This is an optimization exercise on Yosys and OpenROAD, whose aim is small area and a short achievable clock period, not a production implementation.
At most, simulation tests tie the RTL to the original design; equivalence was not proved.
Function not checked in run 3: the RTL went through the layout flow alone.
The flow treats the clock pin as an ideal source, which a real chip does not have.

## flow/flow/run.sh

```bash
#!/bin/bash
# Layout: the standard ORFS flow (standard.sh) with extra make settings from flow/params.sh:
# a smaller port-buffer cell, timing repair aimed at a tighter setup margin, smaller clock-tree
# clusters, and a two-level clock tree (flow/cts_post.tcl).
set -euo pipefail
source flow/params.sh
bash standard.sh "${ARGS[@]}" "POST_CTS_TCL=$PWD/flow/cts_post.tcl" finish > standard_flow.log 2>&1
```

## flow/flow/cts_post.tcl

```tcl
# After CTS: take out the H-tree's branch level and drive the leaf clock
# buffers from four root buffers on the clock port, one per quarter of the
# leaves, each placed at the middle of its leaves. Every flip-flop stays two
# like buffers from the clock port.
set block [ord::get_db_block]
set root [$block findInst clkbuf_0_clk]
if {$root != "NULL"} {
  set rootnet [[$root findITerm X] getNet]
  set clknet [[$root findITerm A] getNet]
  foreach inst [$block getInsts] {
    if {![string match "clkbuf_1_*" [$inst getName]]} { continue }
    if {[[$inst findITerm A] getNet] != $rootnet} { continue }
    set onet [[$inst findITerm X] getNet]
    foreach it [$onet getITerms] {
      if {[$it getInst] == $inst} { continue }
      $it disconnect
      $it connect $rootnet
    }
    puts "cts_post: removed [$inst getName]"
    odb::dbInst_destroy $inst
    odb::dbNet_destroy $onet
  }
  set leaves {}
  foreach it [$rootnet getITerms] { if {[$it getInst] != $root} { lappend leaves $it } }
  proc cmp_x {a b} { return [expr {[lindex [[$a getInst] getLocation] 0] - [lindex [[$b getInst] getLocation] 0]}] }
  proc cmp_y {a b} { return [expr {[lindex [[$a getInst] getLocation] 1] - [lindex [[$b getInst] getLocation] 1]}] }
  set sx [lsort -command cmp_x $leaves]
  set h [expr {[llength $sx] / 2}]
  set groups {}
  foreach part [list [lrange $sx 0 [expr {$h - 1}]] [lrange $sx $h end]] {
    set sy [lsort -command cmp_y $part]
    set q [expr {[llength $sy] / 2}]
    lappend groups [lrange $sy 0 [expr {$q - 1}]] [lrange $sy $q end]
  }
  set i 0
  foreach g $groups {
    if {[llength $g] == 0} { continue }
    if {$i == 0} {
      set r $root; set n $rootnet
    } else {
      set r [odb::dbInst_create $block [$root getMaster] "clkbuf_0_${i}_clk"]
      set n [odb::dbNet_create $block "clknet_0_${i}_clk"]
      $n setSigType CLOCK
      [$r findITerm A] connect $clknet
      [$r findITerm X] connect $n
    }
    set sxx 0; set syy 0; set k 0
    foreach it $g {
      if {$i != 0} { $it disconnect; $it connect $n }
      set l [[$it getInst] getLocation]
      incr sxx [lindex $l 0]; incr syy [lindex $l 1]; incr k
    }
    $r setLocation [expr {$sxx / $k}] [expr {$syy / $k}]
    $r setPlacementStatus PLACED
    puts "cts_post: [$r getName] drives $k leaves"
    incr i
  }
  detailed_placement
  estimate_parasitics -placement
  report_clock_latency
  # setup repair on the final tree, of every path short of a 3.7 ns period
  repair_timing -setup -setup_margin 9.8 -repair_tns 100 -match_cell_footprint -verbose
  detailed_placement
  check_placement -verbose
}
```

## flow/flow/params.sh

```bash
ARGS=("BUFFER_PORTS_ARGS=-buffer_cell sky130_fd_sc_hd__buf_2" SETUP_SLACK_MARGIN=9.7 TNS_END_PERCENT=0 CTS_CLUSTER_SIZE=25 CTS_CLUSTER_DIAMETER=100)
```

## flow/standard.sh

```bash
#!/bin/bash
# synth_recipe.tcl (not shown) runs the flow's synth.tcl, then flattens the netlist and writes it again
# the make line also repeats each setting of config.mk as NAME=value (left out here)
make -C /OpenROAD-flow-scripts/flow DESIGN_CONFIG=/design/flow/config.mk WORK_HOME=/design/flow/orfs CLKGATE_MAP_FILE= SYNTH_SCRIPT=/design/flow/synth_recipe.tcl "${@:-finish}"
```

## flow/config.mk

```make
export PLATFORM = sky130hd
export DESIGN_NAME = trk_lane_rx
export DESIGN_NICKNAME = trk_lane_rx
export VERILOG_FILES = /design/flow/design.v
export SDC_FILE = /design/flow/constraint.sdc
export NUM_CORES = 4
export LEC_CHECK = 0
export CAP_MARGIN = 20
export CORE_MARGIN = 2
export CORE_UTILIZATION = 40
export SLEW_MARGIN = 20
```

## flow/constraint.sdc

```tcl
create_clock -name core_clock -period 13.5 [get_ports {clk}]
set_input_delay 2.7000 -clock core_clock [delete_from_list [all_inputs] [get_ports {clk}]]
set_output_delay 2.7000 -clock core_clock [all_outputs]
set_load 0.01 [all_outputs]
```

## flow/design.v

```verilog
module trk_lane_rx (
    input  wire        clk,
    input  wire        rst,           
    input  wire        blk_valid,
    input  wire [1:0]  blk_sh,        
    input  wire [63:0] blk_pl,        
    input  wire [2:0]  cfg_lane,
    input  wire [1:0]  cfg_step,
    output reg         locked,
    output reg         dat_valid,
    output wire [7:0]  dat_idx,
    output wire [63:0] dat_pl,
    output reg         hdr_valid,
    output reg         hdr_ok,
    output reg  [47:0] hdr_fcnt,
    output reg  [15:0] hdr_claim,
    output reg  [3:0]  hdr_ql,
    output reg  [1:0]  hdr_step,
    output reg  [2:0]  hdr_state,
    output reg  [7:0]  hdr_msg,
    output reg         crc_valid,
    output reg         crc_ok
);
    reg  [57:0]  hist;
    wire [121:0] sbits = {blk_pl, hist};
    reg  [63:0]  desc;
    integer k;
    always @* for (k = 0; k < 64; k = k + 1) desc[k] = sbits[58 + k] ^ sbits[19 + k] ^ sbits[k];
    reg        lk;          
    reg        prev_hdr;    
    reg        bad_prev;    
    reg        have_prev;   
    reg  [7:0] cnt;         
    reg  [1:0] win;         
    reg  [4:0] err;         
    reg [63:0] dreg;        
    reg        t1_b0;       
    reg        t1_b1;       
    reg        t1_sh;       
    reg        t1_ls;       
    reg        t1_se;       
    reg        ok0;         
    reg [7:0]  z8;          
    reg [15:0] c16;         
    assign dat_pl  = dreg;
    assign dat_idx = cnt;
    wire [63:0] v8 = dreg;
    wire [7:0]  f8;
    wire q_64 = v8[20] ^ v8[28];
    wire q_65 = v8[5] ^ v8[21];
    wire q_66 = v8[33] ^ v8[42];
    wire q_67 = v8[11] ^ q_64;
    wire q_68 = v8[39] ^ v8[54];
    wire q_69 = v8[14] ^ q_66;
    wire q_70 = v8[63] ^ q_65;
    wire q_71 = v8[35] ^ v8[57];
    wire q_72 = v8[19] ^ v8[41];
    wire q_73 = v8[12] ^ v8[17];
    wire q_74 = v8[2] ^ v8[29];
    wire q_75 = v8[36] ^ v8[58];
    wire q_76 = v8[15] ^ v8[53];
    wire q_77 = v8[31] ^ q_70;
    wire q_78 = v8[1] ^ q_76;
    wire q_79 = v8[40] ^ v8[55];
    wire q_80 = v8[27] ^ q_79;
    wire q_81 = q_73 ^ q_77;
    wire q_82 = v8[16] ^ q_74;
    wire q_83 = v8[26] ^ q_68;
    wire q_84 = v8[34] ^ v8[59];
    wire q_85 = v8[10] ^ q_67;
    wire q_86 = v8[60] ^ q_69;
    wire q_87 = v8[61] ^ q_84;
    wire q_88 = v8[4] ^ v8[30];
    wire q_89 = v8[48] ^ q_86;
    wire q_90 = q_72 ^ q_88;
    wire q_91 = v8[49] ^ q_83;
    wire q_92 = q_71 ^ q_82;
    wire q_93 = v8[37] ^ q_85;
    wire q_94 = v8[22] ^ q_87;
    wire q_95 = v8[32] ^ v8[56];
    wire q_96 = v8[6] ^ q_80;
    wire q_97 = v8[23] ^ v8[62];
    wire q_98 = v8[8] ^ q_75;
    wire q_99 = q_78 ^ q_97;
    wire q_100 = v8[51] ^ q_81;
    wire q_101 = v8[24] ^ v8[50];
    wire q_102 = v8[18] ^ q_95;
    wire q_103 = v8[38] ^ q_90;
    wire q_104 = q_94 ^ q_96;
    wire q_105 = v8[0] ^ v8[3];
    wire q_106 = v8[7] ^ q_92;
    wire q_107 = v8[25] ^ q_99;
    wire q_108 = v8[47] ^ q_93;
    wire q_109 = v8[43] ^ v8[44];
    wire q_110 = v8[46] ^ q_91;
    wire q_111 = v8[13] ^ v8[52];
    wire q_112 = v8[30] ^ q_100;
    wire q_113 = q_106 ^ q_109;
    wire q_114 = v8[56] ^ q_98;
    wire q_115 = v8[62] ^ q_108;
    wire q_116 = v8[9] ^ v8[45];
    wire q_117 = q_101 ^ q_115;
    wire q_118 = q_107 ^ q_110;
    wire q_119 = q_102 ^ q_111;
    wire q_120 = v8[0] ^ v8[2];
    wire q_121 = v8[9] ^ v8[10];
    wire q_122 = v8[25] ^ v8[28];
    wire q_123 = v8[53] ^ q_75;
    wire q_124 = q_120 ^ q_121;
    wire q_125 = q_122 ^ q_80;
    wire q_126 = q_83 ^ q_123;
    wire q_127 = q_124 ^ q_103;
    wire q_128 = q_119 ^ q_125;
    wire q_129 = q_126 ^ q_89;
    wire q_130 = q_127 ^ q_128;
    wire q_131 = q_100 ^ q_129;
    wire q_132 = q_130 ^ q_131;
    wire q_133 = v8[1] ^ v8[19];
    wire q_134 = v8[59] ^ q_105;
    wire q_135 = q_133 ^ q_70;
    wire q_136 = q_134 ^ q_92;
    wire q_137 = q_114 ^ q_135;
    wire q_138 = q_89 ^ q_136;
    wire q_139 = q_137 ^ q_138;
    wire q_140 = q_139 ^ q_117;
    wire q_141 = v8[7] ^ v8[20];
    wire q_142 = v8[38] ^ v8[40];
    wire q_143 = v8[47] ^ v8[52];
    wire q_144 = q_71 ^ q_141;
    wire q_145 = q_142 ^ q_143;
    wire q_146 = q_87 ^ q_144;
    wire q_147 = q_145 ^ q_146;
    wire q_148 = q_89 ^ q_147;
    wire q_149 = q_118 ^ q_148;
    wire q_150 = q_112 ^ q_149;
    wire q_151 = v8[18] ^ v8[26];
    wire q_152 = v8[36] ^ v8[42];
    wire q_153 = v8[46] ^ v8[54];
    wire q_154 = q_116 ^ q_151;
    wire q_155 = q_152 ^ q_153;
    wire q_156 = q_82 ^ q_154;
    wire q_157 = q_155 ^ q_156;
    wire q_158 = q_81 ^ q_104;
    wire q_159 = q_157 ^ q_158;
    wire q_160 = q_159 ^ q_117;
    wire q_161 = v8[16] ^ v8[17];
    wire q_162 = v8[27] ^ v8[33];
    wire q_163 = v8[35] ^ v8[44];
    wire q_164 = v8[60] ^ v8[61];
    wire q_165 = q_65 ^ q_116;
    wire q_166 = q_161 ^ q_162;
    wire q_167 = q_163 ^ q_164;
    wire q_168 = q_90 ^ q_98;
    wire q_169 = q_165 ^ q_166;
    wire q_170 = q_167 ^ q_85;
    wire q_171 = q_168 ^ q_169;
    wire q_172 = q_170 ^ q_171;
    wire q_173 = q_118 ^ q_172;
    wire q_174 = v8[3] ^ v8[13];
    wire q_175 = v8[15] ^ v8[24];
    wire q_176 = v8[41] ^ v8[45];
    wire q_177 = v8[55] ^ q_64;
    wire q_178 = q_66 ^ q_68;
    wire q_179 = q_174 ^ q_175;
    wire q_180 = q_176 ^ q_177;
    wire q_181 = q_178 ^ q_179;
    wire q_182 = q_94 ^ q_114;
    wire q_183 = q_180 ^ q_181;
    wire q_184 = q_182 ^ q_183;
    wire q_185 = q_113 ^ q_184;
    wire q_186 = q_112 ^ q_185;
    wire q_187 = v8[12] ^ v8[21];
    wire q_188 = v8[34] ^ v8[50];
    wire q_189 = v8[54] ^ v8[58];
    wire q_190 = q_95 ^ q_187;
    wire q_191 = q_188 ^ q_189;
    wire q_192 = q_67 ^ q_190;
    wire q_193 = q_191 ^ q_86;
    wire q_194 = q_96 ^ q_99;
    wire q_195 = q_103 ^ q_192;
    wire q_196 = q_193 ^ q_194;
    wire q_197 = q_195 ^ q_113;
    wire q_198 = q_196 ^ q_197;
    wire q_199 = v8[5] ^ v8[29];
    wire q_200 = v8[31] ^ v8[43];
    wire q_201 = v8[57] ^ q_72;
    wire q_202 = q_105 ^ q_199;
    wire q_203 = q_200 ^ q_69;
    wire q_204 = q_78 ^ q_201;
    wire q_205 = q_202 ^ q_91;
    wire q_206 = q_119 ^ q_203;
    wire q_207 = q_204 ^ q_93;
    wire q_208 = q_104 ^ q_205;
    wire q_209 = q_206 ^ q_207;
    wire q_210 = q_208 ^ q_209;
    assign f8[0] = q_132;
    assign f8[1] = q_140;
    assign f8[2] = q_150;
    assign f8[3] = q_160;
    assign f8[4] = q_173;
    assign f8[5] = q_186;
    assign f8[6] = q_198;
    assign f8[7] = q_210;
    wire [7:0]  zin;
    wire z_16 = f8[3] ^ dreg[58];
    wire z_17 = f8[5] ^ dreg[61];
    wire z_18 = f8[0] ^ dreg[57];
    wire z_19 = f8[4] ^ z_17;
    wire z_20 = f8[1] ^ z_18;
    wire z_21 = dreg[63] ^ z_16;
    wire z_22 = dreg[59] ^ z_19;
    wire z_23 = dreg[62] ^ z_22;
    wire z_24 = f8[6] ^ z_16;
    wire z_25 = z_20 ^ z_21;
    wire z_26 = f8[1] ^ f8[2];
    wire z_27 = dreg[60] ^ z_17;
    wire z_28 = z_26 ^ z_24;
    wire z_29 = z_27 ^ z_28;
    wire z_30 = f8[1] ^ f8[7];
    wire z_31 = dreg[56] ^ dreg[58];
    wire z_32 = z_30 ^ z_31;
    wire z_33 = z_32 ^ z_22;
    wire z_34 = dreg[61] ^ z_25;
    wire z_35 = z_24 ^ z_23;
    wire z_36 = f8[6] ^ f8[7];
    wire z_37 = z_18 ^ z_36;
    wire z_38 = z_19 ^ z_37;
    wire z_39 = f8[0] ^ f8[2];
    wire z_40 = f8[7] ^ dreg[59];
    wire z_41 = z_39 ^ z_40;
    wire z_42 = z_21 ^ z_41;
    wire z_43 = f8[4] ^ dreg[60];
    wire z_44 = z_43 ^ z_25;
    wire z_45 = f8[2] ^ dreg[56];
    wire z_46 = dreg[63] ^ z_45;
    wire z_47 = z_20 ^ z_46;
    wire z_48 = z_47 ^ z_23;
    assign zin[0] = z_29;
    assign zin[1] = ~z_33;
    assign zin[2] = z_34;
    assign zin[3] = ~z_35;
    assign zin[4] = ~z_38;
    assign zin[5] = ~z_42;
    assign zin[6] = ~z_44;
    assign zin[7] = ~z_48;
    wire [63:0] v16;
    wire [15:0] f16;
    genvar gi;
    generate for (gi = 0; gi < 16; gi = gi + 1) begin : g_inj
        assign v16[gi] = dreg[gi] ^ (c16[15 - gi] | (cnt == 8'd2));
    end endgenerate
    assign v16[63:16] = dreg[63:16];
    wire p_64 = v16[10] ^ v16[33];
    wire p_65 = v16[9] ^ v16[41];
    wire p_66 = v16[11] ^ v16[34];
    wire p_67 = v16[8] ^ v16[37];
    wire p_68 = v16[1] ^ v16[39];
    wire p_69 = v16[2] ^ v16[38];
    wire p_70 = v16[4] ^ v16[40];
    wire p_71 = v16[12] ^ v16[35];
    wire p_72 = v16[3] ^ p_65;
    wire p_73 = v16[46] ^ v16[54];
    wire p_74 = v16[43] ^ v16[51];
    wire p_75 = v16[5] ^ v16[6];
    wire p_76 = v16[0] ^ v16[44];
    wire p_77 = v16[7] ^ v16[36];
    wire p_78 = v16[42] ^ v16[50];
    wire p_79 = v16[47] ^ v16[55];
    wire p_80 = v16[45] ^ v16[53];
    wire p_81 = p_64 ^ p_68;
    wire p_82 = v16[31] ^ p_67;
    wire p_83 = v16[18] ^ p_66;
    wire p_84 = v16[16] ^ v16[32];
    wire p_85 = v16[52] ^ p_76;
    wire p_86 = v16[49] ^ p_72;
    wire p_87 = v16[48] ^ p_70;
    wire p_88 = v16[28] ^ p_71;
    wire p_89 = v16[20] ^ p_77;
    wire p_90 = v16[15] ^ p_82;
    wire p_91 = v16[59] ^ p_79;
    wire p_92 = v16[25] ^ p_69;
    wire p_93 = v16[13] ^ v16[57];
    wire p_94 = p_75 ^ p_86;
    wire p_95 = v16[14] ^ p_73;
    wire p_96 = v16[24] ^ p_81;
    wire p_97 = v16[27] ^ p_78;
    wire p_98 = v16[23] ^ v16[30];
    wire p_99 = v16[19] ^ p_87;
    wire p_100 = p_66 ^ p_74;
    wire p_101 = v16[58] ^ p_89;
    wire p_102 = v16[9] ^ p_80;
    wire p_103 = v16[29] ^ p_85;
    wire p_104 = v16[56] ^ p_71;
    wire p_105 = v16[0] ^ p_84;
    wire p_106 = v16[22] ^ p_103;
    wire p_107 = v16[8] ^ p_83;
    wire p_108 = v16[21] ^ p_88;
    wire p_109 = p_97 ^ p_101;
    wire p_110 = v16[61] ^ p_93;
    wire p_111 = v16[17] ^ p_96;
    wire p_112 = v16[26] ^ p_64;
    wire p_113 = v16[15] ^ p_72;
    wire p_114 = p_90 ^ p_102;
    wire p_115 = p_74 ^ p_92;
    wire p_116 = v16[48] ^ p_104;
    wire p_117 = p_94 ^ p_112;
    wire p_118 = p_91 ^ p_111;
    wire p_119 = v16[10] ^ p_109;
    wire p_120 = p_91 ^ p_113;
    wire p_121 = v16[56] ^ v16[60];
    wire p_122 = v16[6] ^ v16[14];
    wire p_123 = p_81 ^ p_105;
    wire p_124 = p_98 ^ p_123;
    wire p_125 = v16[21] ^ p_80;
    wire p_126 = p_79 ^ p_107;
    wire p_127 = p_100 ^ p_119;
    wire p_128 = v16[12] ^ p_121;
    wire p_129 = v16[5] ^ p_92;
    wire p_130 = p_78 ^ p_110;
    wire p_131 = v16[62] ^ p_127;
    wire p_132 = v16[40] ^ p_126;
    wire p_133 = v16[7] ^ p_118;
    wire p_134 = v16[17] ^ p_69;
    wire p_135 = v16[11] ^ v16[63];
    wire p_136 = v16[32] ^ p_106;
    wire p_137 = v16[26] ^ p_67;
    wire p_138 = v16[1] ^ p_114;
    wire p_139 = v16[4] ^ p_125;
    wire p_140 = p_77 ^ p_85;
    wire p_141 = v16[27] ^ p_87;
    wire p_142 = v16[49] ^ p_129;
    wire p_143 = p_108 ^ p_135;
    wire p_144 = v16[19] ^ p_130;
    wire p_145 = v16[58] ^ p_95;
    wire p_146 = p_70 ^ p_131;
    wire p_147 = v16[32] ^ p_141;
    wire p_148 = p_82 ^ p_133;
    wire p_149 = v16[2] ^ p_99;
    wire p_150 = v16[23] ^ p_115;
    wire p_151 = v16[5] ^ v16[14];
    wire p_152 = v16[30] ^ v16[41];
    wire p_153 = v16[55] ^ v16[59];
    wire p_154 = p_74 ^ p_151;
    wire p_155 = p_152 ^ p_153;
    wire p_156 = p_154 ^ p_155;
    wire p_157 = p_90 ^ p_140;
    wire p_158 = p_156 ^ p_143;
    wire p_159 = p_157 ^ p_158;
    wire p_160 = v16[13] ^ v16[29];
    wire p_161 = v16[30] ^ v16[35];
    wire p_162 = v16[54] ^ p_122;
    wire p_163 = p_160 ^ p_161;
    wire p_164 = p_162 ^ p_163;
    wire p_165 = p_164 ^ p_146;
    wire p_166 = v16[29] ^ v16[34];
    wire p_167 = v16[39] ^ v16[53];
    wire p_168 = p_166 ^ p_167;
    wire p_169 = p_88 ^ p_168;
    wire p_170 = p_169 ^ p_144;
    wire p_171 = p_117 ^ p_170;
    wire p_172 = v16[28] ^ v16[33];
    wire p_173 = v16[52] ^ p_65;
    wire p_174 = p_172 ^ p_128;
    wire p_175 = p_173 ^ p_107;
    wire p_176 = p_174 ^ p_142;
    wire p_177 = p_147 ^ p_175;
    wire p_178 = p_176 ^ p_177;
    wire p_179 = v16[3] ^ v16[11];
    wire p_180 = v16[26] ^ v16[51];
    wire p_181 = p_179 ^ p_180;
    wire p_182 = p_181 ^ p_147;
    wire p_183 = p_182 ^ p_148;
    wire p_184 = v16[10] ^ v16[39];
    wire p_185 = v16[44] ^ v16[50];
    wire p_186 = v16[52] ^ p_75;
    wire p_187 = p_84 ^ p_184;
    wire p_188 = p_185 ^ p_137;
    wire p_189 = p_186 ^ p_187;
    wire p_190 = p_145 ^ p_188;
    wire p_191 = p_189 ^ p_120;
    wire p_192 = p_143 ^ p_150;
    wire p_193 = p_190 ^ p_191;
    wire p_194 = p_192 ^ p_193;
    wire p_195 = v16[22] ^ v16[24];
    wire p_196 = p_93 ^ p_195;
    wire p_197 = p_95 ^ p_196;
    wire p_198 = p_197 ^ p_142;
    wire p_199 = p_138 ^ p_198;
    wire p_200 = p_199 ^ p_146;
    wire p_201 = p_98 ^ p_122;
    wire p_202 = p_137 ^ p_201;
    wire p_203 = p_86 ^ p_96;
    wire p_204 = p_116 ^ p_139;
    wire p_205 = p_140 ^ p_202;
    wire p_206 = p_144 ^ p_203;
    wire p_207 = p_204 ^ p_205;
    wire p_208 = p_206 ^ p_207;
    wire p_209 = v16[13] ^ v16[60];
    wire p_210 = p_209 ^ p_89;
    wire p_211 = p_116 ^ p_210;
    wire p_212 = p_94 ^ p_150;
    wire p_213 = p_211 ^ p_132;
    wire p_214 = p_136 ^ p_212;
    wire p_215 = p_213 ^ p_214;
    wire p_216 = v16[22] ^ p_73;
    wire p_217 = p_75 ^ p_78;
    wire p_218 = p_100 ^ p_216;
    wire p_219 = p_217 ^ p_108;
    wire p_220 = p_218 ^ p_149;
    wire p_221 = p_219 ^ p_220;
    wire p_222 = p_221 ^ p_148;
    wire p_223 = v16[38] ^ v16[47];
    wire p_224 = p_73 ^ p_223;
    wire p_225 = p_83 ^ p_224;
    wire p_226 = p_139 ^ p_225;
    wire p_227 = p_94 ^ p_109;
    wire p_228 = p_124 ^ p_226;
    wire p_229 = p_227 ^ p_228;
    wire p_230 = v16[20] ^ v16[35];
    wire p_231 = v16[46] ^ v16[57];
    wire p_232 = p_80 ^ p_230;
    wire p_233 = p_231 ^ p_134;
    wire p_234 = p_232 ^ p_90;
    wire p_235 = p_99 ^ p_233;
    wire p_236 = p_234 ^ p_235;
    wire p_237 = p_117 ^ p_136;
    wire p_238 = p_236 ^ p_237;
    wire p_239 = v16[25] ^ v16[45];
    wire p_240 = v16[63] ^ p_68;
    wire p_241 = p_239 ^ p_83;
    wire p_242 = p_104 ^ p_105;
    wire p_243 = p_240 ^ p_241;
    wire p_244 = p_242 ^ p_120;
    wire p_245 = p_149 ^ p_243;
    wire p_246 = p_244 ^ p_245;
    wire p_247 = v16[3] ^ v16[15];
    wire p_248 = v16[31] ^ v16[62];
    wire p_249 = p_69 ^ p_76;
    wire p_250 = p_247 ^ p_248;
    wire p_251 = p_249 ^ p_250;
    wire p_252 = p_145 ^ p_251;
    wire p_253 = p_111 ^ p_252;
    wire p_254 = p_132 ^ p_253;
    wire p_255 = v16[7] ^ v16[37];
    wire p_256 = v16[43] ^ p_255;
    wire p_257 = p_95 ^ p_102;
    wire p_258 = p_110 ^ p_134;
    wire p_259 = p_256 ^ p_257;
    wire p_260 = p_258 ^ p_124;
    wire p_261 = p_259 ^ p_260;
    wire p_262 = v16[6] ^ v16[13];
    wire p_263 = v16[36] ^ v16[38];
    wire p_264 = v16[42] ^ p_84;
    wire p_265 = p_262 ^ p_263;
    wire p_266 = p_128 ^ p_264;
    wire p_267 = p_265 ^ p_266;
    wire p_268 = p_106 ^ p_267;
    wire p_269 = p_138 ^ p_268;
    assign f16[0] = p_159;
    assign f16[1] = p_165;
    assign f16[2] = p_171;
    assign f16[3] = p_178;
    assign f16[4] = p_183;
    assign f16[5] = p_194;
    assign f16[6] = p_200;
    assign f16[7] = p_208;
    assign f16[8] = p_215;
    assign f16[9] = p_222;
    assign f16[10] = p_229;
    assign f16[11] = p_238;
    assign f16[12] = p_246;
    assign f16[13] = p_254;
    assign f16[14] = p_261;
    assign f16[15] = p_269;
    wire hdr_good = ok0 && t1_sh && t1_ls && (dreg[7:0] == 8'h47) && (f8 == z8);
    wire hdr_lost = t1_b1 && bad_prev && !hdr_good;
    wire t1_take  = dat_valid || t1_b0 || t1_b1;
    wire se_lost  = t1_take && t1_se && (err == 5'd31);
    wire lk_eff   = lk && !hdr_lost && !se_lost;
    wire is_hdr   = (blk_sh == 2'b01);
    wire is_dat   = (blk_sh == 2'b10);
    wire nb0      = (cnt == 8'd255);     
    wire nb1      = (cnt == 8'd0);       
    wire take     = blk_valid && lk_eff;
    wire lock_now = blk_valid && !lk_eff && is_hdr && prev_hdr;
    always @(posedge clk) begin
        if (blk_valid) hist <= blk_pl[63:6];
        dreg   <= desc;
        t1_sh  <= is_hdr;
        t1_se  <= (nb0 || nb1) ? !is_hdr : !is_dat;
        t1_ls  <= (desc[30:28] == cfg_lane) && (desc[33:32] == cfg_step);
        hdr_claim <= dreg[23:8];
        hdr_ql    <= dreg[27:24];
        hdr_step  <= dreg[33:32];
        hdr_state <= dreg[36:34];
        hdr_msg   <= dreg[47:40];
        hdr_ok    <= hdr_good;
        crc_ok    <= (dreg[63:48] == c16);
        if (t1_b0) begin
            z8  <= zin;
            ok0 <= t1_sh && (dreg[7:0] == 8'hB8);
            hdr_fcnt <= dreg[55:8];
        end
        if (dat_valid) c16 <= f16;
        if (lock_now) cnt <= 8'd1;
        else if (take) cnt <= cnt + 8'd1;
        if (lock_now) begin
            win <= 2'd0; err <= 5'd0; bad_prev <= 1'b0; have_prev <= 1'b0;
        end else begin
            if (t1_take) begin
                if (t1_b1) win <= win + 2'd1;
                err <= (t1_b1 && win == 2'd3) ? 5'd0 : err + {4'd0, t1_se};
            end
            if (t1_b1) bad_prev <= !hdr_good;
            if (take && cnt == 8'd254) have_prev <= 1'b1;
        end
        if (rst) begin
            lk <= 1'b0; prev_hdr <= 1'b0; locked <= 1'b0;
            dat_valid <= 1'b0; t1_b0 <= 1'b0; t1_b1 <= 1'b0;
            hdr_valid <= 1'b0; crc_valid <= 1'b0;
        end else begin
            if (blk_valid) prev_hdr <= is_hdr;
            lk        <= lk_eff || lock_now;
            locked    <= lk_eff;
            dat_valid <= take && !nb0 && !nb1;
            t1_b0     <= take && nb0;
            t1_b1     <= take && nb1;
            hdr_valid <= t1_b1;
            crc_valid <= t1_b1 && hdr_good && have_prev;
        end
    end
endmodule
```

==> notes.md, run 1 <==
The flow ran to the end and the layout has no timing, DRC or antenna violations. For the pin with the worst max-slew slack, the measured transition is 0.923 ns. In this design, the stage delay of the slowest critical-path cell is 0.50 ns. Dividing the detail-routed wire length by the instance count gives 23.0 um. Sorting the synthesized cells by area gives the leading types as edfxtp_1 (31%), xnor2_1 (29%), dfxtp_1 (20%). The max-slew violation count was 0. The required arrival time at the worst endpoint came out at 10.80 ns.

The kind of end point of the critical path is a primary output. The cell area that synthesis handed to floorplanning was 0.0127 mm^2. Summed over its instances, the top area cell type makes up 30.9% of the synthesized netlist area.

The number of remaining DRC errors came out at 0. The number of warning messages in the yosys log came out at 1. The initial standard-cell utilization of the core is 40.5%. On the critical path the largest part of the delay comes from flip-flops. The final global-route overflow total is 0.

The core outline area is 0.0315 mm^2. The worst relative slew slack is 38.5%. The clock input transition at the sequential cells of the worst setup and hold paths is 0.10 ns. The final critical-path required period came out at 3.70 ns. The total setup violations reported at the end of the flow came out at 0. The max-cap violation count is 0.

The number of iterations in the first detailed-routing pass is 5. The async set or reset register ratio after synthesis came out at 0%. Traced cell by cell, the critical path runs through buf_2. Clock tree synthesis found a total of 258 sinks.

The post-route fraction of the period consumed by the critical path is 27.4%. The count of cell types in the netlist came out at 42. The slowest stage of the critical path belongs to the cell dfxtp_2.

Detailed placement ended at an HPWL of 28600 um. The via count of the first global-routing pass came out at 8008. The quantity of I/O buffers inserted on ports came out at 232. The top-level I/O count is 233.

The global-route wire length before repair is 53100 um. Dividing the detail-routed via count by the number of cells gives 4.82. The number of buffers and inverters on the critical path is 1.

Adding up every negative setup slack in the final design gives 0 ns. The number of antenna violations at the first check in global routing came out at 1. The final hold violation count came to 0. The synthesized area per cell came out at 13.1 um^2. The row count came out at 65. TritonCTS built the clock tree. The footprint of the multi-input gates is 0.00613 mm^2. The path class of the lowest-slack min-delay path is register to register. Data on the critical path arrives at its endpoint at 1.00 ns. The critical path startpoint category is a register. The upper clock frequency limit is 271 MHz. The number of fill cells in the layout is 2825. The area of the die came out at 0.0333 mm^2. The total nets after synthesis came out at 1053. The biggest fanout along the worst timing path is 7. At the placement stage, the worst setup path has a slack of 9.39 ns. The sequential standard cell area came out at 0.00664 mm^2. The insertion delay of the later-clocked pin in the worst-skew pair came out at 0.32 ns. The most used flip-flop cell after synthesis is edfxtp_1. The vias after detailed routing came out at 7729. The last weighted congestion value of the routability-driven placer came out at 0.885.

The number of inserted diodes is 0. The critical setup path kind is register to primary output. The largest total area in the synthesized netlist belongs to edfxtp_1. The share of post-route cells with drive strength above 1 came out at 28.5%.

The post-route clock skew came out at 0.0219 ns. The post-route antenna net violation count is 0. The global-route total usage across every layer is 22.4%. The maximum number of pins on one net before global-route repair came out at 60.

The relative area change from synthesis to final layout is 17.5%. The final layout contains routed wiring with a total length of 36900 um. The number of synthesized flops with an enable pin came out at 131.

The violation count after the first detailed-route iteration is 490. Summing the sequential cell areas from Yosys gives 50.8% of the chip area. The reg2reg setup slack is 9.89 ns. Synthesis inferred 258 register bits. The width of the chip came out at 182 um. The number of nets in the final layout came out at 1274. Setup repair after global routing could not meet its margin everywhere.

The least setup slack across all paths after layout is 9.80 ns. The cell count after synthesis is 973. The die extent in y is 182 um.
[layout make-up, clock buffers not listed]
class / count / area share (%)
clock inverter: 2 / 0.150
timing repair buffer: 238 / 8.18
sequential: 258 / 44.4
inverter: 5 / 0.125
tap: 402 / 3.36
buffer: 3 / 0.502
multi-input combinational: 676 / 40.9
[sequential cells by signal, summed over array words and instances, names as in the netlist, 2 cells and up]
signal / cells
hdr_claim: 16
dreg: 64
hdr_step: 2
c16: 16
z8: 8
hdr_fcnt: 48
err: 5
cnt: 8
hdr_msg: 8
hdr_state: 3
hdr_ql: 4
hist: 58
win: 2
[cells by family (layout without fill, tap and decap cells)]
kind of cell | after synthesis | count (layout) | synth area share, %
xor+xnor | 546 | 546 | 41.7
simple gates | 95 | 95 | 3.86
mux | 4 | 4 | 0.314
buf+inv | 39 | 268 | 1.45
fa+ha+maj | 6 | 6 | 0.589
compound gates | 25 | 25 | 1.27
flops | 258 | 258 | 50.8
[metal layers]
| metal | part of all wire, % | GRT usage (%) |
|---|---|---|
| met1 | 42 | 28.7 |
| met2 | 47 | 37.1 |
| met3 | 6.4 | 4.77 |
| met4 | 3.7 | 8.42 |
| met5 | 0 | 0 |
[synthesized netlist by cell type, types with 4 or more instances]
cell and instances:
xnor3_1 29, inv_1 5, nor2_1 32, a211oi_1 4, a21oi_1 11, nand3_1 13, clkbuf_1 16, xor2_1 79
and3_1 4, dfxtp_1 127, ha_1 6, edfxtp_1 131, buf_4 4, xor2_2 4, nor3_1 7, mux2i_1 4
or3_1 5, xnor2_1 426, nand4_1 8, nand2_1 10, o21ai_0 4, buf_2 13
[path summary, 6_finish.rpt]
check,from,cells after the start,end
hold reg to reg,dreg[9],0,hdr_claim[1]
setup / recovery,dreg[22],1,dat_pl[22]
setup reg to reg,dreg[57],11,cnt[5]
hold / removal,dreg[9],0,hdr_claim[1]
[layout by cell type (no fill, tap or decap), types with 5 or more instances in the layout]
| cell | count |
|---|---|
| dfxtp_1 | 63 |
| ha_1 | 6 |
| buf_4 | 5 |
| inv_1 | 5 |
| nor2_1 | 31 |
| edfxtp_1 | 131 |
| clkbuf_16 | 16 |
| buf_2 | 231 |
| xor2_1 | 76 |
| xnor2_1 | 425 |
| dfxtp_2 | 29 |
| nand3_1 | 13 |
| nand4_1 | 8 |
| a21oi_1 | 11 |
| xnor3_1 | 29 |
| nand2_1 | 10 |
| xor2_2 | 7 |
| nor3_1 | 7 |
| clkbuf_1 | 7 |
| or3_1 | 5 |
| dfxtp_4 | 35 |
[per-stage QoR]
| step | utilization (%) | cells | cell area [um^2] | hold slack (ns) |
|---|---|---|---|---|
| final | 47.6 | 1604 | 15000 | 0.454 |
| after global placement | 45.4 | 1577 | 14300 | 0.434 |
| after floorplan | - | 973 | 12700 | 0.399 |
| after detailed placement | 45.4 | 1577 | 14300 | 0.451 |
| after global routing | 47.6 | 1604 | 15000 | 0.454 |
==> run 2: changes to the inputs <==
==> flow/flow/params.sh (replaced) <==
ARGS=("BUFFER_PORTS_ARGS=-buffer_cell sky130_fd_sc_hd__buf_2" SETUP_SLACK_MARGIN=9.7 TNS_END_PERCENT=0 CTS_CLUSTER_SIZE=25 CTS_CLUSTER_DIAMETER=100 SKIP_CTS_REPAIR_TIMING=1)
==> run 2 against run 1 <==
Still clean on timing, DRC and antenna. Synthesized cell count did not move. Fmax fell by 0.55%. Sequential cell count did not move. Cell area barely moved. Global-route usage barely moved. Worst hold slack got worse by 0.0022 ns. Clock skew barely moved. Utilization barely moved. Cell count did not move. Highest routed layer unchanged.
==> notes.md, run 2 <==
Outcome: complete, no violations (unchanged). The number of fill cells in the layout came to 2825 (unchanged). The category of cells accounting for the largest share of critical-path delay is flip-flops (unchanged). The width of the chip came out at 182 um (unchanged). The final critical-path required period came out at 3.72 ns (was 3.70 ns). The async set or reset register ratio after synthesis was 0% (unchanged). The least setup slack across all paths after layout is 9.78 ns (was 9.80 ns).

The share of post-route cells with drive strength above 1 is 28.5% (about the same). Unrepaired setup endpoints after global routing: true (unchanged). The global-route total usage across every layer came out at 22.4% (about the same). The path class of the lowest-slack min-delay path is register to register (unchanged).

The post-route clock skew came to 0.0224 ns (was 0.0219 ns). The violation count after the first detailed-route iteration came out at 480 (was 490). The upper clock frequency limit is 269 MHz (was 271 MHz). The max-cap violation count is 0 (unchanged). The worst hold margin came out at 0.452 ns (was 0.454 ns). Leading cell types in the layout, fill and taps excluded: xnor2_1 (425), buf_2 (231), edfxtp_1 (131), xor2_1 (76), dfxtp_1 (63) (unchanged). The number of cells in the design after placement is 1577 (unchanged). The fraction of the yosys area taken by sequential cells came out at 50.8% (unchanged). The depth of the most critical reg-to-reg path is 11 (unchanged).

The leading register cell type out of synthesis was edfxtp_1 (unchanged). The setup total negative slack was 0 ns (unchanged). The number of flip-flops under the largest register name came out at 64 (unchanged). The cell count after synthesis came out at 973 (unchanged). The die extent in y is 182 um (unchanged). The register containing the most flip-flops in the final layout is dreg (unchanged).

The number of nets in the final layout is 1273 (was 1274). The proportion of netlist area held by the largest area contributor came out at 30.9% (unchanged). The initial standard-cell utilization of the core came out at 40.5% (unchanged). The cell accounting for the most synthesized area is edfxtp_1 (unchanged). The last weighted congestion value of the routability-driven placer came to 0.885 (unchanged). The synthesized area per cell came out at 13.1 um^2 (unchanged). The number of remaining DRC errors came to 0 (unchanged).

The clock input transition at the sequential cells of the worst setup and hold paths came out at 0.10 ns (about the same). The post-route fraction of the period consumed by the critical path came out at 27.5% (was 27.4%). The final wirelength came to 37000 um (was 36900 um).

The max-slew violation count was 0 (unchanged). The area of the die was 0.0333 mm^2 (unchanged). The count of buffer and inverter cells on the critical path is 1 (unchanged). The number of sinks driven by the clock tree came out at 258 (unchanged).

The row count is 65 (unchanged). The CTS tree was done (unchanged). Top Registers: dreg: 64 flops, hist: 58 flops, hdr_fcnt: 48 flops (unchanged). The kind of end point of the critical path is a primary output (unchanged). The dominant cell by count in the synthesized netlist was xnor2_1 (unchanged). The insertion delay of the later-clocked pin in the worst-skew pair is 0.32 ns (about the same). The netlist area before placement is 0.0127 mm^2 (unchanged).

The delay of the slowest cell on the worst path is 0.51 ns (was 0.50 ns). The source of the worst register-to-register timing path was dreg[57] (unchanged). The synthesized flop and latch total is 258 (unchanged). The count of cell types in the netlist is 42 (unchanged).

The master of the slowest instance on the critical path is dfxtp_4 (was dfxtp_2). The total nets after synthesis came out at 1053 (unchanged). Cell-by-cell listing of the critical path: buf_2 (unchanged).

The required arrival time at the worst endpoint came to 10.80 ns (about the same). The biggest fanout along the worst timing path came out at 8 (was 7). The final routed wire length divided by cell count came out at 23.1 um (was 23.0 um).

Ranking of synthesized cells by area: edfxtp_1 (31%), xnor2_1 (29%), dfxtp_1 (20%) (unchanged). The worst setup slack before clock tree synthesis came out at 9.39 ns (unchanged). List of most frequent post-synthesis cells: xnor2_1 (426), edfxtp_1 (131), dfxtp_1 (127) (unchanged). The reg2reg setup slack is 9.90 ns (was 9.89 ns).

The number of antenna violations at the first check in global routing was 1 (unchanged). The global-route wire length before repair came out at 53100 um (about the same). The number of gates on the worst path with buffers counted is 1 (unchanged). The most common library cell in the layout ignoring fill and taps is xnor2_1 (unchanged). The endpoint of the most critical setup path is dat_pl[58] (was dat_pl[22]). The final hold violation count came to 0 (unchanged).

The number of synthesized flops with an enable pin is 131 (unchanged). The start point of the critical path is dreg[58] (was dreg[22]). The worst hold path startpoint is dreg[9] (unchanged).

The fraction of the core area covered by cells at the end of the flow is 47.5% (was 47.6%). The capturing point of the worst reg2reg path was cnt[5] (unchanged). The critical path startpoint category is a register (unchanged). The average via count per standard cell came to 4.82 (about the same). The quantity of I/O buffers inserted on ports is 232 (unchanged). The post-route antenna net violation count came out at 0 (unchanged). The number of iterations in the first detailed-routing pass came out at 5 (unchanged).

The arrival time at the worst endpoint was 1.02 ns (was 1.00 ns). The number of standard cells in the final layout excluding fillers is 1604 (unchanged). The vias after detailed routing came to 7739 (was 7729). The maximum number of pins on one net before global-route repair is 60 (unchanged). The top-level I/O count came out at 233 (unchanged).

The total setup violations reported at the end of the flow came out at 0 (unchanged). The placed wire-length estimate came out at 28600 um (unchanged). The number of warning messages in the yosys log was 1 (unchanged). The critical setup path kind is register to primary output (unchanged). The via count of the first global-routing pass came to 8019 (was 8008).

The final global-route overflow total was 0 (unchanged). The core outline area is 0.0315 mm^2 (unchanged). The relative area change from synthesis to final layout is 17.4% (was 17.5%). The transition at the pin with the smallest max-transition slack came out at 0.911 ns (was 0.923 ns). The worst relative slew slack was 39.2% (was 38.5%).
==> run 2: cell types whose count changed in the layout (fill, tap and decap cells not counted), sizes merged <==
cell and change:
buf -1, diode +1
==> run 2: final cells by class, clock buffers not listed <==
type | count | area, um^2 | share of cell area [%]
flip-flops and latches | 258 | 6640 | 44.4
well taps | 402 | 503 | 3.36
clock inverters | 2 | 22.5 | 0.151
multi-input cells | 676 | 6130 | 41.0
repair buffers | 237 | 1220 | 8.14
diodes | 1 | 2.50 | 0.0167
plain buffers | 3 | 75.1 | 0.502
inverters | 5 | 18.8 | 0.125
==> run 2: per-stage QoR <==
stage | instance area, um^2
2_1_floorplan | 12700
3_3_place_gp | 14300
3_5_place_dp | 14300
5_1_grt | 15000
6_report | 15000
==> run 2: how the worst min path moves through the flow <==
stage	end	slack (ns)	cells past startpoint
after detailed placement	have_prev	0.45	2
final	hdr_claim[1]	0.45	0
after global placement	have_prev	0.43	2
after global routing	hdr_claim[1]	0.46	0
after floorplan	hdr_claim[12]	0.40	0
==> run 2: cells by family (layout without fill, tap and decap cells) <==
logic type / count (synthesis) / after routing / synth area share [%]
muxes: 4 / 4 / 0.314
other: 0 / 1 / 0
xor gates and xnor gates: 546 / 546 / 41.7
adders and majority gates: 6 / 6 / 0.589
buffers and inverters: 39 / 267 / 1.45
DFF: 258 / 258 / 50.8
and+or+nand+nor: 95 / 95 / 3.86
AOI/OAI and AO/OA: 25 / 25 / 1.27
==> run 2: layer usage <==
layer / GRT usage (%) / vias to the layer above / share of wire [%]
met5: 0 / - / 0
met4: 8.61 / 0 / 3.5
met2: 37.2 / 264 / 48
met3: 4.77 / 55 / 6.7
li1: - / 3631 / -
met1: 28.7 / 3789 / 42
==> run 3: changes to the inputs <==
--- a/flow/design.v
+++ b/flow/design.v
@@ -37,5 +37,4 @@
     reg        t1_b0;       
     reg        t1_b1;       
-    reg        t1_sh;       
     reg        t1_ls;       
     reg        t1_se;       
@@ -473,5 +472,5 @@
     assign f16[14] = p_261;
     assign f16[15] = p_269;
-    wire hdr_good = ok0 && t1_sh && t1_ls && (dreg[7:0] == 8'h47) && (f8 == z8);
+    wire hdr_good = ok0 && !t1_se && t1_ls && (dreg[7:0] == 8'h47) && (f8 == z8);
     wire hdr_lost = t1_b1 && bad_prev && !hdr_good;
     wire t1_take  = dat_valid || t1_b0 || t1_b1;
@@ -487,5 +486,4 @@
         if (blk_valid) hist <= blk_pl[63:6];
         dreg   <= desc;
-        t1_sh  <= is_hdr;
         t1_se  <= (nb0 || nb1) ? !is_hdr : !is_dat;
         t1_ls  <= (desc[30:28] == cfg_lane) && (desc[33:32] == cfg_step);
@@ -499,5 +497,5 @@
         if (t1_b0) begin
             z8  <= zin;
-            ok0 <= t1_sh && (dreg[7:0] == 8'hB8);
+            ok0 <= !t1_se && (dreg[7:0] == 8'hB8);
             hdr_fcnt <= dreg[55:8];
         end
--- a/flow/flow/cts_post.tcl
+++ b/flow/flow/cts_post.tcl
@@ -57,9 +57,6 @@
   }
   detailed_placement
+  check_placement -verbose
   estimate_parasitics -placement
   report_clock_latency
-  # setup repair on the final tree, of every path short of a 3.7 ns period
-  repair_timing -setup -setup_margin 9.8 -repair_tns 100 -match_cell_footprint -verbose
-  detailed_placement
-  check_placement -verbose
 }
==> flow/flow/params.sh (replaced) <==
ARGS=("BUFFER_PORTS_ARGS=-buffer_cell sky130_fd_sc_hd__buf_2" SETUP_SLACK_MARGIN=9.7 TNS_END_PERCENT=0 CTS_CLUSTER_SIZE=25 CTS_CLUSTER_DIAMETER=100)
==> run 3 against run 2 <==
Largest cell class unchanged. Via count increased by 0.89%. Critical endpoint is now cnt[3]. Clock skew increased by 0.0021 ns. Global-route usage increased by 0.49 points. Utilization increased by 0.092 points. Register-to-register slack got worse by 0.16 ns.
==> notes.md, run 3 <==
The number of iterations in the first detailed-routing pass is 5 (unchanged). The last weighted congestion value of the routability-driven placer came out at 0.929 (was 0.885). The share of post-route cells with drive strength above 1 is 28.7% (was 28.5%). The dominant cell by count in the synthesized netlist is xnor2_1 (unchanged). The fraction of the core area covered by cells at the end of the flow came out at 47.6% (was 47.5%).

The number of remaining DRC errors came out at 0 (unchanged). The quantity of I/O buffers inserted on ports was 232 (unchanged). The setup total negative slack came out at 0 ns (unchanged). The number of warning messages in the yosys log is 1 (unchanged). The width of the chip is 184 um (was 182 um).

The required arrival time at the worst endpoint is 13.73 ns (was 10.80 ns). The netlist area before placement is 0.0130 mm^2 (was 0.0127 mm^2). The count of cell types in the netlist came out at 51 (was 42).

The area of the die came out at 0.0339 mm^2 (was 0.0333 mm^2). The relative area change from synthesis to final layout came out at 16.4% (was 17.4%). The post-route antenna net violation count was 0 (unchanged). The master of the slowest instance on the critical path is or4_1 (was dfxtp_4). The insertion delay of the later-clocked pin in the worst-skew pair was 0.32 ns (about the same).

The worst setup slack before clock tree synthesis is 9.38 ns (was 9.39 ns). The count of buffer and inverter cells on the critical path came out at 0 (was 1). The row count came out at 65 (unchanged). The worst relative slew slack came out at 32.3% (was 39.2%).

The CTS tree is done (unchanged). The top-level I/O count is 233 (unchanged). The number of synthesized flops with an enable pin was 131 (unchanged). The number of cells in the design after placement is 1593 (was 1577). The via count of the first global-routing pass was 8137 (was 8019).

The max-slew violation count came out at 0 (unchanged). Top Registers: dreg: 64 flops, hist: 58 flops, hdr_fcnt: 48 flops (unchanged). The number of standard cells in the final layout excluding fillers came to 1619 (was 1604).

The register containing the most flip-flops in the final layout is dreg (unchanged). List of most frequent post-synthesis cells: xnor2_1 (437), edfxtp_1 (131), dfxtp_1 (126) (was xnor2_1 (426), edfxtp_1 (131), dfxtp_1 (127)). The synthesized flop and latch total is 257 (was 258). The least setup slack across all paths after layout is 9.74 ns (was 9.78 ns).

The path class of the lowest-slack min-delay path is register to register (unchanged). The async set or reset register ratio after synthesis is 0% (unchanged). The compound-gate portion of the synthesized area is 1.67% (was 1.27%). The multiplexer area fraction after synthesis came out at 0.154% (was 0.314%). The dominant combinational cell family by area after synthesis is XOR/XNOR gates (unchanged).

The number of antenna violations at the first check in global routing came out at 2 (was 1). The total setup violations reported at the end of the flow is 0 (unchanged). The fraction of the yosys area taken by sequential cells came out at 49.7% (was 50.8%). The final global-route overflow total is 0 (unchanged). The arrival time at the worst endpoint came out at 3.99 ns (was 1.02 ns). The core outline area came to 0.0317 mm^2 (was 0.0315 mm^2).

The proportion of netlist area held by the largest area contributor is 30.3% (was 30.9%). The category of cells accounting for the largest share of critical-path delay is XOR/XNOR gates (was flip-flops). The cell accounting for the most synthesized area is edfxtp_1 (unchanged). The number of flip-flops under the largest register name came out at 64 (unchanged). The global-route total usage across every layer came out at 22.9% (was 22.4%). The violation count after the first detailed-route iteration came to 504 (was 480).

The post-route clock skew came to 0.0245 ns (was 0.0224 ns). Unrepaired setup endpoints after global routing: true (unchanged). The worst hold margin is 0.452 ns (about the same). The most common library cell in the layout ignoring fill and taps is xnor2_1 (unchanged). The design area is 0.0151 mm^2 (was 0.0150 mm^2).

The clock input transition at the sequential cells of the worst setup and hold paths is 0.09 ns (was 0.10 ns). The final critical-path required period came out at 3.76 ns (was 3.72 ns). The max-cap violation count came out at 0 (unchanged). The arithmetic-cell share of the synthesized area counting full adders, half adders and majority gates is 0.578% (was 0.589%). Leading cell types in the layout, fill and taps excluded: xnor2_1 (437), buf_2 (232), edfxtp_1 (131), xor2_1 (73), dfxtp_1 (63) (was xnor2_1 (425), buf_2 (231), edfxtp_1 (131), xor2_1 (76), dfxtp_1 (63)). The global-route wire length before repair came to 54700 um (was 53100 um).

The number of nets in the final layout is 1290 (was 1273). Ranking of synthesized cells by area: edfxtp_1 (30%), xnor2_1 (29%), dfxtp_1 (19%) (was edfxtp_1 (31%), xnor2_1 (29%), dfxtp_1 (20%)). Cell-by-cell listing of the critical path: xor2_1 -> xnor2_1 -> xnor3_1 -> xor3_1 -> or3_4 -> a2111oi_4 -> a21boi_2 -> or4_1 -> a21oi_1 (was buf_2). The kind of end point of the critical path is a register (was primary output).

The synthesized area per cell came out at 13.0 um^2 (was 13.1 um^2). The initial standard-cell utilization of the core is 40.9% (was 40.5%). The transition at the pin with the smallest max-transition slack came out at 1.01 ns (was 0.911 ns).

The critical path startpoint category is a register (unchanged). The cell count after synthesis came out at 999 (was 973). The delay of the slowest cell on the worst path came out at 0.55 ns (was 0.51 ns). The upper clock frequency limit came out at 266 MHz (was 269 MHz). The leading register cell type out of synthesis is edfxtp_1 (unchanged).

The die extent in y is 184 um (was 182 um). The post-route fraction of the period consumed by the critical path is 27.9% (was 27.5%). The vias after detailed routing is 7808 (was 7739).

The biggest fanout along the worst timing path was 14 (was 8). The placed wire-length estimate is 29500 um (was 28600 um). The total nets after synthesis is 1079 (was 1053). The simple-gate area share of the yosys netlist is 4.28% (was 3.86%). Outcome: complete, no violations (unchanged). The average via count per standard cell is 4.82 (about the same).

The xor/xnor share of the synthesized area came out at 41.5% (was 41.7%). The final routed wire length divided by cell count is 23.6 um (was 23.1 um). The total cell area at the placement stage was 0.0144 mm^2 (was 0.0143 mm^2).

The maximum number of pins on one net before global-route repair came to 59 (was 60). The final wirelength is 38100 um (was 37000 um). The number of sinks driven by the clock tree is 257 (was 258).

The critical setup path kind was register to register (was register to primary output). The number of inserted diodes was 0 (was 1). The final hold violation count came out at 0 (unchanged).
-- run 3: worst paths after layout --
| path | to | depth (start not counted) | startpoint | slack [ns] |
|---|---|---|---|---|
| max | cnt[3] | 9 | dreg[55] | 9.74 |
| max reg2reg | cnt[3] | 9 | dreg[55] | 9.74 |
| min | hdr_msg[2] | 0 | dreg[42] | 0.45 |
| min reg2reg | hdr_msg[2] | 0 | dreg[42] | 0.45 |
-- run 3: layout make-up, clock buffers not listed --
cell class / instances / area, um^2
inverters: 3 / 11.3
repair buffers: 240 / 1240
well taps: 402 / 503
plain buffers: 3 / 75.1
flip-flops and latches: 257 / 6630
clock inverters: 4 / 53.8
multi-input cells: 692 / 6260
fillers: 2930 / 16600
-- run 3: routing by layer --
metal	part of all wire, %	GRT usage, %
met1	43	29.4
met2	48	38.2
met3	7.4	6.32
met4	2.1	5.92
met5	0.034	0
-- run 3: kinds of logic after synthesis --
group | count (synthesis)
AO/OA/AOI/OAI | 29
buffers and inverters | 50
adder cells (fa/ha/maj) | 6
multiplexers | 2
flip-flops | 257
AND/OR/NAND/NOR | 104
XOR/XNOR | 551
-- run 3: worst register-to-register path, cell delays in order (launching register included) --
cell and delay, ns:
dfxtp_2 0.48, xor2_1 0.12, xnor2_1 0.47, xnor3_1 0.47, xor3_1 0.38, or3_4 0.35, a2111oi_4 0.47, a21boi_2 0.24
or4_1 0.55, a21oi_1 0.15
==> run 4: changes to the inputs <==
--- a/flow/design.v
+++ b/flow/design.v
@@ -37,4 +37,5 @@
     reg        t1_b0;       
     reg        t1_b1;       
+    reg        t1_sh;       
     reg        t1_ls;       
     reg        t1_se;       
@@ -472,5 +473,5 @@
     assign f16[14] = p_261;
     assign f16[15] = p_269;
-    wire hdr_good = ok0 && !t1_se && t1_ls && (dreg[7:0] == 8'h47) && (f8 == z8);
+    wire hdr_good = ok0 && t1_sh && t1_ls && (dreg[7:0] == 8'h47) && (f8 == z8);
     wire hdr_lost = t1_b1 && bad_prev && !hdr_good;
     wire t1_take  = dat_valid || t1_b0 || t1_b1;
@@ -486,4 +487,5 @@
         if (blk_valid) hist <= blk_pl[63:6];
         dreg   <= desc;
+        t1_sh  <= is_hdr;
         t1_se  <= (nb0 || nb1) ? !is_hdr : !is_dat;
         t1_ls  <= (desc[30:28] == cfg_lane) && (desc[33:32] == cfg_step);
@@ -497,5 +499,5 @@
         if (t1_b0) begin
             z8  <= zin;
-            ok0 <= !t1_se && (dreg[7:0] == 8'hB8);
+            ok0 <= t1_sh && (dreg[7:0] == 8'hB8);
             hdr_fcnt <= dreg[55:8];
         end
==> flow/flow/run.sh (replaced) <==
#!/bin/bash
# Layout: the standard ORFS flow (standard.sh) with extra make settings from flow/params.sh:
# a smaller port-buffer cell, timing repair aimed at a tighter setup margin, smaller clock-tree
# clusters, and a two-level clock tree with four root buffers (flow/cts_post.tcl).
set -euo pipefail
source flow/params.sh
bash standard.sh "${ARGS[@]}" "POST_CTS_TCL=$PWD/flow/cts_post.tcl" finish > standard_flow.log 2>&1
==> run 4 against run 3 <==
Register-to-register slack gained 0.16 ns. Cell area fell by 1.2%. Worst hold slack better by 0.00077 ns. Wire length fell by 3.0%. Synthesized cell count down 2.6%. Clock skew down 0.0030 ns. Critical endpoint is now dat_pl[45]. Sequential cell count grew 1. Highest routed layer is now met4. Fmax increased by 1.4%.
==> notes.md, run 4 <==
Outcome: complete, no violations (unchanged). The number of antenna violations at the first check in global routing is 1 (was 2). The max-cap violation count is 0 (unchanged). The required arrival time at the worst endpoint was 10.80 ns (was 13.73 ns). The synthesized flop and latch total came out at 258 (was 257).

The width of the chip came out at 182 um (was 184 um). The most common library cell in the layout ignoring fill and taps is xnor2_1 (unchanged). The global-route wire length before repair was 53100 um (was 54700 um). The critical setup path kind is register to primary output (was register to register). The detailed-routed wire length on met2 came to 17600 um (was 18200 um). The number of warning messages in the yosys log is 1 (unchanged). The core outline area came out at 0.0315 mm^2 (was 0.0317 mm^2). The number of inserted diodes is 0 (unchanged). Unrepaired setup endpoints after global routing: true (unchanged).

The total cell area at the placement stage was 0.0143 mm^2 (was 0.0144 mm^2). The proportion of netlist area held by the largest area contributor is 30.9% (was 30.3%). The final critical-path required period is 3.71 ns (was 3.76 ns). Top Registers: dreg: 64 flops, hist: 58 flops, hdr_fcnt: 48 flops (unchanged). The netlist area before placement came out at 0.0127 mm^2 (was 0.0130 mm^2). The final routed wire length divided by cell count came out at 23.1 um (was 23.6 um).

The quantity of I/O buffers inserted on ports came out at 232 (unchanged). The relative area change from synthesis to final layout is 17.2% (was 16.4%). List of most frequent post-synthesis cells: xnor2_1 (426), edfxtp_1 (131), dfxtp_1 (127) (was xnor2_1 (437), edfxtp_1 (131), dfxtp_1 (126)). The global-route total usage across every layer is 22.4% (was 22.9%). The max-slew violation count is 0 (unchanged).

The fraction of the yosys area taken by sequential cells came to 50.8% (was 49.7%). The cell accounting for the most synthesized area is edfxtp_1 (unchanged). The category of cells accounting for the largest share of critical-path delay is flip-flops (was XOR/XNOR gates). The worst hold path stage count came to 0 (unchanged). The total setup violations reported at the end of the flow came out at 0 (unchanged).

The path class of the lowest-slack min-delay path is register to register (unchanged). The sink of the worst hold path is hdr_claim[1] (was hdr_msg[2]). The setup total negative slack is 0 ns (unchanged). The final wirelength was 37000 um (was 38100 um). The average via count per standard cell came out at 4.85 (was 4.82). The placed wire-length estimate is 28600 um (was 29500 um).

Leading cell types in the layout, fill and taps excluded: xnor2_1 (425), buf_2 (231), edfxtp_1 (131), xor2_1 (78), dfxtp_1 (63) (was xnor2_1 (437), buf_2 (232), edfxtp_1 (131), xor2_1 (73), dfxtp_1 (63)). The maximum number of pins on one net before global-route repair came out at 60 (was 59). The post-route antenna net violation count came out at 0 (unchanged).

The delay of the slowest cell on the worst path is 0.52 ns (was 0.55 ns). The biggest fanout along the worst timing path came out at 6 (was 14). The reg2reg setup slack came to 9.90 ns (was 9.74 ns).

The die extent in y came out at 182 um (was 184 um). The total nets after synthesis came out at 1053 (was 1079). The master of the slowest instance on the critical path was dfxtp_2 (was or4_1). The least setup slack across all paths after layout came to 9.79 ns (was 9.74 ns). The total met3 wirelength after detailed routing is 2390 um (was 2810 um).

The final global-route overflow total came to 0 (unchanged). The count of cell types in the netlist is 42 (was 51). The design area came to 0.0149 mm^2 (was 0.0151 mm^2).

The worst relative slew slack is 38.7% (was 32.3%). Ranking of synthesized cells by area: edfxtp_1 (31%), xnor2_1 (29%), dfxtp_1 (20%) (was edfxtp_1 (30%), xnor2_1 (29%), dfxtp_1 (19%)). The post-route fraction of the period consumed by the critical path came out at 27.5% (was 27.9%). The leading register cell type out of synthesis is edfxtp_1 (unchanged).

The async set or reset register ratio after synthesis came out at 0% (unchanged). The number of flip-flops under the largest register name is 64 (unchanged).

The via count of the first global-routing pass came to 7994 (was 8137). The uppermost layer routed is met4 (was met5). The worst setup slack before clock tree synthesis is 9.39 ns (was 9.38 ns). The cell count after synthesis came out at 973 (was 999). The dominant cell by count in the synthesized netlist is xnor2_1 (unchanged). The insertion delay of the later-clocked pin in the worst-skew pair came out at 0.32 ns (about the same).

The number of sinks driven by the clock tree came to 258 (was 257). The initial standard-cell utilization of the core came to 40.5% (was 40.9%). The worst hold path startpoint is dreg[9] (was dreg[42]). The vias after detailed routing came out at 7774 (was 7808).

The area of the die came to 0.0333 mm^2 (was 0.0339 mm^2). The arrival time at the worst endpoint is 1.01 ns (was 3.99 ns). The depth of the most critical reg-to-reg path is 10 (was 9). The register containing the most flip-flops in the final layout is dreg (unchanged). The source of the worst register-to-register timing path was dreg[53] (was dreg[55]). The last weighted congestion value of the routability-driven placer is 0.885 (was 0.929). The synthesized area per cell came out at 13.1 um^2 (was 13.0 um^2). The final hold violation count came out at 0 (unchanged). The detailed-routing wirelength on met1 came out at 15700 um (was 16300 um). Cell-by-cell listing of the critical path: buf_2 (was xor2_1 -> xnor2_1 -> xnor3_1 -> xor3_1 -> or3_4 -> a2111oi_4 -> a21boi_2 -> or4_1 -> a21oi_1). The number of nets in the final layout is 1274 (was 1290). The capturing point of the worst reg2reg path is cnt[5] (was cnt[3]). The transition at the pin with the smallest max-transition slack was 0.919 ns (was 1.01 ns). The number of iterations in the first detailed-routing pass is 5 (unchanged). The clock input transition at the sequential cells of the worst setup and hold paths is 0.09 ns (about the same). The share of post-route cells with drive strength above 1 is 28.4% (was 28.7%). The critical path startpoint category is a register (unchanged).

The post-route clock skew is 0.0215 ns (was 0.0245 ns). The kind of end point of the critical path was a primary output (was register). The count of buffer and inverter cells on the critical path is 1 (was 0). The row count is 65 (unchanged). The CTS tree is done (unchanged). The top-level I/O count came out at 233 (unchanged). The number of remaining DRC errors came out at 0 (unchanged). The upper clock frequency limit was 269 MHz (was 266 MHz). The violation count after the first detailed-route iteration is 469 (was 504).

The number of synthesized flops with an enable pin came out at 131 (unchanged).
==> run 4: cell types whose count changed after synthesis, sizes merged, moves of 4 or more <==
cell / before / now
xor2: 74 / 83
xnor2: 441 / 430
a211oi: 0 / 4
clkbuf: 28 / 16
==> run 4: cells by family after synthesis <==
family | Yosys count | share of synthesized area, %
multiplexers | 4 | 0.314
AO/OA/AOI/OAI | 25 | 1.27
buffers and inverters | 39 | 1.45
XOR/XNOR | 546 | 41.7
adder cells (fa/ha/maj) | 6 | 0.589
AND/OR/NAND/NOR | 95 | 3.86
flip-flops | 258 | 50.8
==> run 4: worst max path at each step <==
stage          startpoint         end  slack, ns  depth (start not counted)
2_1_floorplan   blk_sh[0]      cnt[5]       9.71                          6
3_3_place_gp    blk_valid      cnt[5]       9.38                          6
3_5_place_dp    blk_valid      cnt[5]       9.39                          6
5_1_grt          dreg[58]      cnt[7]       9.68                         11
6_report         dreg[45]  dat_pl[45]       9.79                          1
==> run 4: through the flow <==
step	utilization (%)	hold WS [ns]	instances
final	47.4	0.453	1604
after floorplan	-	0.399	973
after detailed placement	45.4	0.451	1577
after global routing	47.4	0.454	1604
after global placement	45.4	0.434	1577
==> run 4: final cells by class, clock buffers not listed <==
cell class / count / area (um^2)
inverters: 5 / 18.8
repair buffers: 238 / 1220
fillers: 2833 / 16500
multi-input cells: 676 / 6110
clock inverters: 2 / 22.5
well taps: 402 / 503
plain buffers: 3 / 75.1
flip-flops and latches: 258 / 6620
==> run 4: routing by layer <==
metal | global-route usage, % | up-vias
met5 | 0 | -
met4 | 8.42 | 0
met3 | 4.77 | 57
met2 | 37.1 | 265
met1 | 28.8 | 3819
li1 | - | 3633

-- afterwards: timing with drivers on the ports --
How much do the figures lean on ideal ports? The routed layouts below were timed once more, with nothing changed but the port constraints. Step 1: set_driving_cell puts a clkbuf_16 on clk and a buf_2 on each other input, an assumption about the parent block. Step 2 moves the port delays by t, midway between the first and last clock arrival at a register: inputs arrive t later, outputs are due t later. That takes back most of the time a late clock gives input paths. a / b / c = ideal / step 1 / step 2; a / b = the first two.
run	t (ns)	slack for setup (ns)	worst register clock-pin slew, ns
run 1	0.404	9.804 / 9.706 / 9.519	0.10 / 0.10
run 2	0.402	9.783 / 9.686 / 9.521	0.10 / 0.10
run 3	0.409	9.738 / 9.698 / 9.393	0.10 / 0.10
run 4	0.403	9.789 / 9.690 / 9.486	0.10 / 0.10
After both steps every run listed still meets setup and hold. The setup slack of run 3, which loses most, moves by -0.040 ns with the drivers and by -0.345 ns with both steps.
